This design comes from an exercise in tuning for small area, a short achievable clock period and few clock cycles per item on the open sky130 flow, not from production work.
Function was not checked in any run shown here: the RTL went through the layout flow alone.
Power is estimated from default activity; no workload was simulated.

## design.v

```verilog
module can_fd_tx (
    input  wire        clk,
    input  wire        rst,
    input  wire        wr_en,
    input  wire [5:0]  wr_addr,
    input  wire [7:0]  wr_data,
    input  wire        start,
    input  wire [28:0] ident,
    input  wire        ide,
    input  wire        rtr,
    input  wire        fdf,
    input  wire        brs,
    input  wire        esi,
    input  wire [3:0]  dlc,
    output reg         busy,
    output wire        tx_valid,
    input  wire        tx_ready,
    output reg         tx_bit,
    output reg  [4:0]  tx_field,
    output reg         tx_stuff,
    output reg         tx_fast,
    output reg         tx_last
);
    localparam [4:0] F_SOF         = 5'h00;
    localparam [4:0] F_BASE_ID     = 5'h01;
    localparam [4:0] F_RTR_SRR     = 5'h02;
    localparam [4:0] F_IDE         = 5'h03;
    localparam [4:0] F_EXT_ID      = 5'h04;
    localparam [4:0] F_RTR2        = 5'h05;
    localparam [4:0] F_FDF         = 5'h06;
    localparam [4:0] F_RES         = 5'h07;
    localparam [4:0] F_BRS         = 5'h08;
    localparam [4:0] F_ESI         = 5'h09;
    localparam [4:0] F_DLC         = 5'h0A;
    localparam [4:0] F_DATA        = 5'h0B;
    localparam [4:0] F_STUFF_COUNT = 5'h0C;
    localparam [4:0] F_CRC         = 5'h0D;
    localparam [4:0] F_CRC_DELIM   = 5'h0E;
    localparam [4:0] F_ACK         = 5'h0F;
    localparam [4:0] F_ACK_DELIM   = 5'h10;
    localparam [4:0] F_EOF         = 5'h11;
    localparam [2:0] S_HDR  = 3'd0;    
    localparam [2:0] S_DATA = 3'd1;
    localparam [2:0] S_CRC  = 3'd2;    
    localparam [2:0] S_FDC  = 3'd3;    
    localparam [2:0] S_TAIL = 3'd4;    
    localparam [20:0] PM15 = 21'h4599 << 6;
    localparam [20:0] PM17 = 21'h1685B << 4;
    localparam [20:0] PM21 = 21'h102899;
    reg [7:0] buffer [0:63];
    always @(posedge clk) begin
        if (wr_en && !busy)
            buffer[wr_addr] <= wr_data;
    end
    assign tx_valid = busy;
    reg [10:0] h_base;
    reg [17:0] h_ext;
    reg        h_p12;      
    reg        h_ide;
    reg        h_rtr;      
    reg        h_fdf;
    reg        h_brs;      
    reg        h_esi;
    reg [3:0]  h_dlc;
    reg        h_wide;     
    wire accept = start && !busy;
    reg [5:0] lm1;
    reg       len0;
    always @* begin
        len0 = 1'b0;
        lm1  = {2'b00, h_dlc} - 6'd1;
        if (h_fdf) begin
            case (h_dlc)
                4'd0:  len0 = 1'b1;
                4'd9:  lm1 = 6'd11;
                4'd10: lm1 = 6'd15;
                4'd11: lm1 = 6'd19;
                4'd12: lm1 = 6'd23;
                4'd13: lm1 = 6'd31;
                4'd14: lm1 = 6'd47;
                4'd15: lm1 = 6'd63;
                default: ;
            endcase
        end else begin
            if (h_rtr || h_dlc == 4'd0) len0 = 1'b1;
            if (h_dlc[3]) lm1 = 6'd7;
        end
    end
    reg [2:0]  state;
    reg [5:0]  cnt;         
    reg        hbit;        
    reg [5:0]  addr;        
    reg [7:0]  sreg;        
    reg        lastbyte;    
    reg [2:0]  run;         
    reg        stuff_due;   
    reg [2:0]  stuff_cnt;   
    reg [20:0] crc;
    wire [7:0] rd_byte = buffer[addr];
    wire [2:0] sc_gray = stuff_cnt ^ (stuff_cnt >> 1);
    wire [3:0] sc_bits = {sc_gray, ^sc_gray};
    wire [20:0] pmask  = h_fdf ? (h_wide ? PM21 : PM17) : PM15;
    function hv;
        input [5:0] p;
        begin
            hv = 1'b0;
            if (p >= 6'd1 && p <= 6'd11)       hv = h_base[4'd11 - p[3:0]];
            else if (p == 6'd12)               hv = h_p12;
            else if (p == 6'd13)               hv = h_ide;
            else if (p >= 6'd14 && p <= 6'd31) hv = h_ext[5'd31 - p[4:0]];
            else if (p == 6'd32)               hv = h_rtr;
            else if (p == 6'd33)               hv = h_fdf;
            else if (p == 6'd35)               hv = h_brs;
            else if (p == 6'd36)               hv = h_esi;
            else if (p >= 6'd37 && p <= 6'd40) hv = h_dlc[2'd3 - 2'(p[2:0] - 3'd5)];
        end
    endfunction
    reg [5:0] pos_n;
    always @* begin
        case (cnt)
            6'd13:   pos_n = h_ide ? 6'd14 : 6'd33;
            6'd33:   pos_n = (h_fdf || h_ide) ? 6'd34 : 6'd37;
            6'd34:   pos_n = h_fdf ? 6'd35 : 6'd37;
            default: pos_n = cnt + 6'd1;
        endcase
    end
    reg        g_lvl;
    reg [4:0]  g_fld;
    reg        g_fast;
    reg        g_stuff;     
    reg        g_dyn;       
    reg        g_crc;       
    reg        g_shift;     
    reg        g_last;
    reg        g_ldbyte;    
    reg [2:0]  g_state;
    reg [5:0]  g_cnt;
    always @* begin
        g_lvl    = 1'b1;
        g_fld    = F_EOF;
        g_fast   = 1'b0;
        g_stuff  = 1'b0;
        g_dyn    = 1'b0;
        g_crc    = 1'b0;
        g_shift  = 1'b0;
        g_last   = 1'b0;
        g_ldbyte = 1'b0;
        g_state  = state;
        g_cnt    = cnt + 6'd1;
        case (state)
            S_HDR: begin
                g_lvl = hbit;
                g_dyn = 1'b1;
                g_crc = 1'b1;
                g_cnt = pos_n;
                if (cnt <= 6'd11)      g_fld = F_BASE_ID;
                else if (cnt == 6'd12) g_fld = F_RTR_SRR;
                else if (cnt == 6'd13) g_fld = F_IDE;
                else if (cnt <= 6'd31) g_fld = F_EXT_ID;
                else if (cnt == 6'd32) g_fld = F_RTR2;
                else if (cnt == 6'd33) g_fld = F_FDF;
                else if (cnt == 6'd34) g_fld = F_RES;
                else if (cnt == 6'd35) g_fld = F_BRS;
                else if (cnt == 6'd36) g_fld = F_ESI;
                else                   g_fld = F_DLC;
                g_fast = h_brs && cnt >= 6'd36;
                if (cnt == 6'd40) begin
                    g_cnt = 6'd0;
                    if (!len0) begin
                        g_state = S_DATA; g_ldbyte = 1'b1;
                    end else if (h_fdf) begin
                        g_state = S_FDC; g_dyn = 1'b0;
                    end else
                        g_state = S_CRC;
                end
            end
            S_DATA: begin
                g_lvl = sreg[7]; g_fld = F_DATA; g_fast = h_brs;
                g_dyn = 1'b1; g_crc = 1'b1;
                if (cnt[2:0] == 3'd7) begin
                    g_cnt = 6'd0;
                    if (!lastbyte)
                        g_ldbyte = 1'b1;
                    else if (h_fdf) begin
                        g_state = S_FDC; g_dyn = 1'b0;
                    end else
                        g_state = S_CRC;
                end
            end
            S_CRC: begin
                g_lvl = crc[20]; g_fld = F_CRC; g_dyn = 1'b1; g_shift = 1'b1;
                if (cnt[3:0] == 4'd14) begin g_state = S_TAIL; g_cnt = 6'd0; end
            end
            S_FDC: begin
                g_fast = h_brs;
                g_fld  = (cnt[5:3] == 3'd0) ? F_STUFF_COUNT : F_CRC;
                if (cnt[2:0] == 3'd0) begin
                    g_lvl = ~tx_bit; g_stuff = 1'b1;
                    if (cnt[5:3] == 3'd1) g_fld = F_STUFF_COUNT;
                    else if (cnt[5:3] != 3'd0) g_fld = F_CRC;
                end else if (cnt[5:3] == 3'd0) begin
                    g_lvl = sc_bits[3'd4 - cnt[2:0]]; g_crc = 1'b1;
                end else begin
                    g_lvl = crc[20]; g_shift = 1'b1;
                end
                if (cnt[2:0] == 3'd4)
                    g_cnt = {cnt[5:3] + 3'd1, 3'b000};
                if (cnt[2:0] == 3'd1 && cnt[5:3] == (h_wide ? 3'd6 : 3'd5)) begin
                    g_state = S_TAIL; g_cnt = 6'd0;
                end
            end
            default: begin    
                g_lvl = 1'b1;
                case (cnt[3:0])
                    4'd0:    g_fld = F_CRC_DELIM;
                    4'd1:    g_fld = F_ACK;
                    4'd2:    g_fld = F_ACK_DELIM;
                    default: g_fld = F_EOF;
                endcase
                g_last = (cnt[3:0] == 4'd9);
            end
        endcase
    end
    wire load = busy && tx_ready && !tx_last;
    wire        c_in   = stuff_due ? ~tx_bit : g_lvl;
    wire [20:0] crc_st = {crc[19:0], 1'b0} ^ ((c_in ^ crc[20]) ? pmask : 21'd0);
    wire [2:0] g_run = (g_lvl != tx_bit) ? 3'd1 : run + 3'd1;
    always @(posedge clk) begin
        if (rst) begin
            busy <= 1'b0;
        end else if (accept) begin
            busy <= 1'b1;
        end else if (busy && tx_ready && tx_last) begin
            busy <= 1'b0;
        end
    end
    always @(posedge clk) begin
        if (accept) begin
            h_base    <= ide ? ident[28:18] : ident[10:0];
            h_ext     <= ident[17:0];
            h_p12     <= ide | (rtr & ~fdf);
            h_ide     <= ide;
            h_rtr     <= rtr & ~fdf;
            h_fdf     <= fdf;
            h_brs     <= fdf & brs;
            h_esi     <= esi;
            h_dlc     <= dlc;
            h_wide    <= fdf & (dlc > 4'd10);
            tx_bit    <= 1'b0;
            tx_field  <= F_SOF;
            tx_stuff  <= 1'b0;
            tx_fast   <= 1'b0;
            tx_last   <= 1'b0;
            state     <= S_HDR;
            cnt       <= 6'd1;
            hbit      <= ide ? ident[28] : ident[10];
            addr      <= 6'd0;
            run       <= 3'd1;
            stuff_due <= 1'b0;
            stuff_cnt <= 3'd0;
            crc       <= fdf ? ((dlc > 4'd10) ? PM21 : PM17) : 21'd0;
        end else if (load) begin
            if (stuff_due) begin
                tx_bit    <= ~tx_bit;
                tx_stuff  <= 1'b1;
                tx_fast   <= g_fast;
                run       <= 3'd1;
                stuff_due <= 1'b0;
                stuff_cnt <= stuff_cnt + 3'd1;
                if (h_fdf)
                    crc <= crc_st;
            end else begin
                tx_bit    <= g_lvl;
                tx_field  <= g_fld;
                tx_stuff  <= g_stuff;
                tx_fast   <= g_fast;
                tx_last   <= g_last;
                state     <= g_state;
                cnt       <= g_cnt;
                run       <= g_run;
                stuff_due <= g_dyn && (g_run == 3'd5);
                if (state == S_HDR)
                    hbit <= hv(pos_n);
                if (g_ldbyte) begin
                    sreg     <= rd_byte;
                    addr     <= addr + 6'd1;
                    lastbyte <= (addr == lm1);
                end else if (state == S_DATA)
                    sreg <= {sreg[6:0], 1'b0};
                if (g_crc)
                    crc <= crc_st;
                else if (g_shift)
                    crc <= {crc[19:0], 1'b0};
            end
        end
    end
endmodule
```

## run.sh

```bash
#!/bin/bash
# synth_recipe.tcl (not shown) runs the flow's synth.tcl, then flattens the netlist and writes it again
# the make line also repeats each setting of config.mk as NAME=value (left out here)
make -C /OpenROAD-flow-scripts/flow DESIGN_CONFIG=/design/flow/config.mk WORK_HOME=/design/flow/orfs CLKGATE_MAP_FILE= SYNTH_SCRIPT=/design/flow/synth_recipe.tcl finish
```

## config.mk

```make
export PLATFORM = sky130hd
export DESIGN_NAME = can_fd_tx
export DESIGN_NICKNAME = can_fd_tx
export VERILOG_FILES = /design/flow/design.v
export SDC_FILE = /design/flow/constraint.sdc
export NUM_CORES = 4
export LEC_CHECK = 0
export ABC_CLOCK_PERIOD_IN_PS = 2200
export CAP_MARGIN = 20
export CORE_MARGIN = 2
export CORE_UTILIZATION = 40
export PLACE_DENSITY = 0.6
export SETUP_SLACK_MARGIN = 2.8
export SLEW_MARGIN = 20
```

## constraint.sdc

```tcl
create_clock -name core_clock -period 5.0 [get_ports {clk}]
set_input_delay 1.0000 -clock core_clock [delete_from_list [all_inputs] [get_ports {clk}]]
set_output_delay 1.0000 -clock core_clock [all_outputs]
set_load 0.01 [all_outputs]
```

==> impl_metrics.yaml, run 1 <==
yosys:
  synth_most_common_cell: "edfxtp_1"
  synthCells: 1419
  netlist_top_cells_count: "edfxtp_1 (583), mux4_2 (168), nor2_1 (108)"
  netlist_area_sq_um: 25890
  yosysTopAreaCell: "edfxtp_1"
  synthTopCellsByArea: "edfxtp_1 (68%), mux4_2 (15%), dfxtp_1 (2.9%)"
  ys_ff_latch: 621
  synth.avg_cell_area_sq_um: 18.25
  yosys_warnings: 1
  synth-edff-count: 583
  seq_area_frac_synth_pct: 70.56
  synth_cell_types: 70
  synth_flop_cell: "edfxtp_1"
  syn_nets: 1496
  synth_top_area_share_pct: 67.62
  async_reset_ff_share_pct: 0
setup_path:
  cp-end-kind: "flop"
  worstPathMaxFanout: 4
  reg2reg_slack_ns: 2.04
  rr_worst_depth: 9
  rr_endpoint: "hbit$_DFFE_PP_"
  crit_type: "reg -> reg"
  cp.required_ns: 5.35
  timing.rr.start: "cnt[3]$_SDFFE_PP0P_"
  worstPathArrival_ns: 3.30
  cp-start-kind: "flop"
cts:
  path_clk_slew_ns: 0.06
  worstSkewPairLatency_ns: 0.61
  clockBufferDepth: 3
  cts_tree: "done"
  cts_max_level: 3
  clock-sinks: 621
  cts_buffers: 68
  root_buffer: "clkbuf_16"
power:
  combPwrFrac_pct: 8.5
  p_per_area_nw_per_um2: 370.6
  peakVddDrop_v: 0.0003102
  p_int_mw: 9.090
  clkPwrFrac_pct: 42.0
  power_mw: 11.80
  seqPwrFrac_pct: 49.5
  p_leak_nw: 10.02
  netSwitchingFraction_pct: 22.96
  p_switching_mw: 2.709
global_route:
  overflow: 0
  grt_max_degree: 65
  grt_pass1_vias: 14350
  grt_antenna_before_repair: 1
  gr-usage-all-layers_pct: 18.81
  grt_pass1_wl_mm: 93.34
detailed_routing:
  first_pass_iters: 7
  final_antenna_net_count: 0
  drc: 0
  wl_mm: 62.13
  drtIter0Drc: 1323
  routed_via_density: 5.615
  vias: 14030
  wl_per_cell_microns: 24.86
sta:
  hold_viol: 0
  whs_ns: 0.4534
  finalCritPeriodShare_pct: 59.10
  fmax_ghz: 0.3384
  setup_viol: 0
  grt_setup_unrepaired: "true"
  fin_setup_tns_ns: 0
  drv_slew: 0
  skew_ns: 0.03852
  layout_min_cycle_time_ns: 2.955
  max_slew_margin_pct: 46.91
  tightest_slew_ns: 0.7964
placed_design:
  dp_hpwl_mm: 36.23
  gp_congestion: 0.7962
  port_buffers: 67
finish:
  num_antenna_cells: 0
  layout-drive-gt1-share_pct: 37.10
  area_delta_synth_final_pct: 22.98
  nets: 1668
floorplanning:
  core_area_sq_um: 64230
  die-area_sq_um: 66780
  start_util_pct: 40.31
  die_x_microns: 258.4
  die_h_microns: 258.4
  row_count: 93
  num_io_pins: 68
hold_path:
  hold_end: "tx_field[4]$_SDFFE_PP0P_"
  hold_depth: 2
  min_from: "tx_field[4]$_SDFFE_PP0P_"
  min_path_type: "reg -> reg"
status:
  status: "complete, no violations"
run:
  maxCapViolations: 0
## registers in the layout, summed over array words and instances (netlist names), 3 cells and up, named ones only
signal     count
stuff_cnt      3
h_base        11
tx_field       5
addr           6
cnt            6
h_dlc          4
h_ext         18
sreg           8
crc           21
buffer       512
state          3
run            3
## per-layer routing
| metal | vias to the layer above | wire [microns] | share of wire [%] | track usage [%] |
|---|---|---|---|---|
| met5 | - | 13 | 0.021 | 0 |
| met4 | 2 | 1222 | 2.0 | 4.271 |
| met3 | 89 | 3030 | 4.9 | 3.521 |
| met2 | 378 | 31400 | 51 | 31.72 |
| met1 | 7437 | 26450 | 43 | 25.47 |
| li1 | 6127 | - | - | - |
## power groups by stage
stage | clock network [mW] | registers, mW | logic [mW]
3_3_place_gp | 0 | 5.97 | 0.765
3_5_place_dp | 0 | 5.97 | 0.777
5_1_grt | 5.27 | 5.84 | 1.08
2_1_floorplan | 0 | 5.93 | 0.559
6_report | 4.96 | 5.84 | 1.00
4_1_cts | 5.06 | 5.84 | 0.914
## metrics by stage
| stage | std cells | util [%] | setup slack, ns | instance area [sq um] |
|---|---|---|---|---|
| 3_3_place_gp | 2280 | 43.82 | 1.520 | 28150 |
| 5_1_grt | 2499 | 49.57 | 1.953 | 31840 |
| 2_1_floorplan | 1419 | - | 2.152 | 26920 |
| 6_report | 2499 | 49.57 | 2.045 | 31840 |
| 3_5_place_dp | 2280 | 43.82 | 1.463 | 28150 |
| 4_1_cts | 2473 | 48.89 | 2.065 | 31400 |
## how the worst max path moves through the flow
stage / startpoint / end / slack [ns]
after floorplan: cnt[3]$_SDFFE_PP0P_ / hbit$_DFFE_PP_ / 2.15
after global placement: cnt[5]$_SDFFE_PP0P_ / hbit$_DFFE_PP_ / 1.52
after detailed placement: cnt[5]$_SDFFE_PP0P_ / hbit$_DFFE_PP_ / 1.46
after CTS: flop / sreg[3]$_DFFE_PP_ / 2.07
after global routing: cnt[3]$_SDFFE_PP0P_ / hbit$_DFFE_PP_ / 1.95
final: cnt[3]$_SDFFE_PP0P_ / hbit$_DFFE_PP_ / 2.04
## cell families (layout without fill, tap and decap cells)
group / Yosys count / after routing / synth area share, %
AO/OA/AOI/OAI: 167 / 167 / 4.340
XOR/XNOR: 32 / 32 / 1.083
adder cells (fa/ha/maj): 20 / 20 / 0.9666
buffers and inverters: 107 / 331 / 1.870
flip-flops: 621 / 621 / 70.56
multiplexers: 207 / 207 / 16.22
AND/OR/NAND/NOR: 265 / 266 / 4.959
## cell usage in the layout (no fill, tap or decap), drive strengths merged, types with 5 or more instances in the layout
cell,n
nand4,5
clkdlybuf4s50,41
a31oi,5
nor2b,13
nor3,16
a211oi,11
clkbuf,93
mux2i,18
bufinv,5
dfxtp,38
buf,127
nand3,18
and2,8
nor2,108
o31ai,5
a21oi,51
clkinv,32
xor2,8
nand3b,7
o211ai,5
ha,20
mux2,21
edfxtp,583
a221oi,9
o21ai,41
nand2,47
or3,6
o22ai,7
nand2b,12
mux4,168
xnor2,24
inv,28
## final cells by class
type                            instances  area, sq um
Clock buffer                           81         1803
Clock inverter                         42        422.9
Fill cell                            5311        32390
Inverter                               24        107.6
Multi-Input combinational cell        692         8227
Sequential cell                       621        18310
Tap cell                              855         1070
Timing Repair Buffer                  184         1897
## timing repair
item | in CTS | in global routing
endpoints found under the hold margin | 0 | 0
setup endpoints to repair | 636 | 350
pin swaps | 40 | 30
setup buffers | 63 | 25
resized for setup | 102 | 70
hold buffers | 0 | 0
cloned | 7 | 1
## critical path, cell delays in order, from the launching register on
cell and delay (ns):
dfxtp_4 0.34, or4b_4 0.55, o22ai_2 0.27, o211ai_1 0.25, buf_4 0.21, or2_1 0.23, a32oi_1 0.21, o21ai_0 0.14
a2111oi_2 0.36, a211oi_2 0.12
==> inputs of run 2 (changes only) <==
--- a/config.mk
+++ b/config.mk
@@ -7,3 +7,2 @@
 export LEC_CHECK = 0
-export ABC_CLOCK_PERIOD_IN_PS = 2200
 export CAP_MARGIN = 20
@@ -12,3 +11,2 @@
 export PLACE_DENSITY = 0.6
-export SETUP_SLACK_MARGIN = 2.8
 export SLEW_MARGIN = 20
==> run 2 against run 1 <==
Compared with the run above:
- largest cell class unchanged
- critical path depth is 1 higher
- synthesized cell count stayed put
- non-clock buffer count is 94 lower
==> impl_metrics.yaml, run 2 <==
yosys:
  synth_top_area_share_pct: 67.62
  synthTopCellsByArea: "edfxtp_1 (68%), mux4_2 (15%), dfxtp_1 (2.9%)"
  netlist_top_cells_count: "edfxtp_1 (583), mux4_2 (168), nor2_1 (108)"
  synth-edff-count: 583
  yosysTopAreaCell: "edfxtp_1"
  synth.avg_cell_area_sq_um: 18.25
  ys_ff_latch: 621
  synth_cell_types: 70
  netlist_area_sq_um: 25890
  yosys_warnings: 1
  synth_most_common_cell: "edfxtp_1"
  async_reset_ff_share_pct: 0
  synthCells: 1419
  syn_nets: 1496
  seq_area_frac_synth_pct: 70.56
  synth_flop_cell: "edfxtp_1"
placed_design:
  dp_hpwl_mm: 36.26
  port_buffers: 67
  gp_congestion: 0.8055
cts:
  worstSkewPairLatency_ns: 0.63
  cts_tree: "done"
  post_cts_buffers: 0
  clockBufferDepth: 3
  cts_buffers: 69
  ctsResizeCount: 0
  path_clk_slew_ns: 0.06
  cts_max_level: 3
  hold_buffers: 0
  root_buffer: "clkbuf_16"
  clock-sinks: 621
sta:
  drv_slew: 0
  fmax_ghz: 0.2689
  grt_setup_unrepaired: "false"
  fin_setup_tns_ns: 0
  hold_viol: 0
  setup_viol: 0
  max_slew_margin_pct: 36.81
  tightest_slew_ns: 0.9478
  finalCritPeriodShare_pct: 74.37
  skew_ns: 0.03536
  layout_min_cycle_time_ns: 3.719
global_route:
  gr-usage-all-layers_pct: 17.43
  grt_antenna_before_repair: 2
  grt_pass1_wl_mm: 86.65
  grt_pass1_vias: 13620
  overflow: 0
  grt_max_degree: 65
finish:
  final_util_pct: 46.43
  nets: 1574
  final_common_cell: "edfxtp_1"
  n_fill_cell: 5462
  layout_common_cells: "edfxtp_1 (583), mux4_2 (168), nor2_1 (108)"
  num_antenna_cells: 0
  largest_reg_flops: 512
  top_regs: "buffer x512, crc x21, h_ext x18"
  regMostFlops: "buffer"
  layout-drive-gt1-share_pct: 22.24
  multi_input_area_sq_um: 7149
  area_delta_synth_final_pct: 15.19
  seqCellArea_sq_um: 18280
power:
  netSwitchingFraction_pct: 22.18
  seqPwrFrac_pct: 49.6
  p_leak_nw: 9.255
  peakVddDrop_v: 0.0002948
  p_per_area_nw_per_um2: 396.1
  p_switching_mw: 2.620
  p_int_mw: 9.193
  combPwrFrac_pct: 6.0
  clkPwrFrac_pct: 44.4
setup_path:
  crit_type: "reg -> reg"
  cp.required_ns: 5.36
  reg2reg_slack_ns: 1.28
  rr_endpoint: "hbit$_DFFE_PP_"
  cp-start-kind: "flop"
  rr_worst_depth: 10
  worstPathArrival_ns: 4.08
  worstPathMaxFanout: 22
  timing.rr.start: "cnt[5]$_SDFFE_PP0P_"
  cp-end-kind: "flop"
  crit_path_start: "cnt[5]$_SDFFE_PP0P_"
  crit_path_end: "hbit$_DFFE_PP_"
detailed_routing:
  first_pass_iters: 7
  routed_via_density: 5.588
  final_antenna_net_count: 0
  drtIter0Drc: 1003
  wl_mm: 57.93
  wl_per_cell_microns: 24.08
  drc: 0
  vias: 13440
floorplanning:
  die_x_microns: 258.4
  row_count: 93
  die-area_sq_um: 66780
  start_util_pct: 40.31
  num_io_pins: 68
  die_h_microns: 258.4
  core_area_sq_um: 64230
status:
  status: "complete, no violations"
run:
  maxCapViolations: 0
hold_path:
  min_path_type: "reg -> reg"
[run 2: cell counts after synthesis]
Identical to the previous run, type by type.
[run 2: kinds of logic after synthesis]
| family | Yosys count | share of synthesized area, % |
|---|---|---|
| flip-flops | 621 | 70.56 |
| adder cells (fa/ha/maj) | 20 | 0.9666 |
| XOR/XNOR | 32 | 1.083 |
| multiplexers | 207 | 16.22 |
| buffers and inverters | 107 | 1.870 |
| AO/OA/AOI/OAI | 167 | 4.340 |
| AND/OR/NAND/NOR | 265 | 4.959 |
[run 2: cell type report]
class,count,area share (%)
clock buffers,83,5.999
clock inverters,42,1.980
inverters,24,0.3188
multi-input cells,691,23.97
flip-flops and latches,621,61.28
well taps,855,3.587
repair buffers,90,2.861
[run 2: worst max-delay path, cell delays in order, from the launching register on]
cell,delay (ns)
dfxtp_1,0.73
nor4b_1,0.65
o211a_1,0.26
a211o_1,0.39
clkinv_4,0.14
ha_1,0.23
a221o_1,0.36
a221oi_2,0.25
o311ai_0,0.19
a21oi_1,0.18
a211oi_2,0.06
[run 2: how the worst min path moves through the flow]
| stage | from | endpoint | slack (ns) | cells after the start |
|---|---|---|---|---|
| CTS | tx_field[4]$_SDFFE_PP0P_ | tx_field[4]$_SDFFE_PP0P_ | 0.45 | 2 |
| detailed placement | tx_field[4]$_SDFFE_PP0P_ | tx_field[4]$_SDFFE_PP0P_ | 0.45 | 2 |
| floorplan | run[2]$_SDFFE_PP0P_ | run[2]$_SDFFE_PP0P_ | 0.45 | 2 |
| global route | tx_field[4]$_SDFFE_PP0P_ | tx_field[4]$_SDFFE_PP0P_ | 0.49 | 2 |
| global placement | tx_field[4]$_SDFFE_PP0P_ | tx_field[4]$_SDFFE_PP0P_ | 0.44 | 2 |
| finish | tx_field[4]$_SDFFE_PP0P_ | tx_field[4]$_SDFFE_PP0P_ | 0.45 | 2 |
[run 2: metal layers]
layer  global-route usage [%]  wire length (microns)
met2                    28.37                  28310
met3                    4.167                   3712
met5                        0                      9
met4                    5.652                   1513
met1                    23.21                  24380
[run 2: power groups by stage]
stage               clock [mW]  sequential [mW]  combinational (mW)
floorplan                    0             5.93               0.486
CTS                       5.37             5.86               0.712
global route              5.58             5.86               0.782
global placement             0             5.96               0.698
detailed placement           0             5.96               0.708
finish                    5.25             5.86               0.708
[run 2: stage by stage]
stage	power [mW]	area, sq um	worst slack [ns]	hold WS [ns]	instances
floorplan	6.416	25890	1.690	0.4451	1419
global placement	6.660	27420	1.111	0.4429	2279
detailed placement	6.673	27420	1.054	0.4469	2279
CTS	11.94	29800	1.299	0.4548	2404
global route	12.23	29820	1.089	0.4858	2406
finish	11.81	29820	1.281	0.4502	2406

==> static timing again, ports no longer ideal <==
Ports are ideal in the flow. The routed layouts listed here were re-timed in OpenROAD. Step 1 assumes that a clkbuf_16 drives the clock port and a buf_2 every other input. Step 2 times the ports against the registers' clock, not the clock port: input delays grow and output delays shrink by t, the midpoint of the rising clock arrivals with the driver on. Three values: no drivers, after step 1, after step 2; two values: the first two.
| run | t (ns) | setup slack, ns | latest minus earliest clock arrival (ns) | slew at the worst register clock pin (ns) | pins driven straight from the clock port |
|---|---|---|---|---|---|
| run 1 | 0.651 | 2.045 / 2.045 / 2.045 | 0.039 / 0.039 | 0.06 / 0.06 | 1 |
| run 2 | 0.667 | 1.281 / 1.281 / 1.063 | 0.039 / 0.039 | 0.07 / 0.07 | 1 |
After both steps setup and hold are still met in every run listed. The setup slack of run 2, which loses most, moves by 0.000 ns with the drivers and by -0.218 ns with both steps.
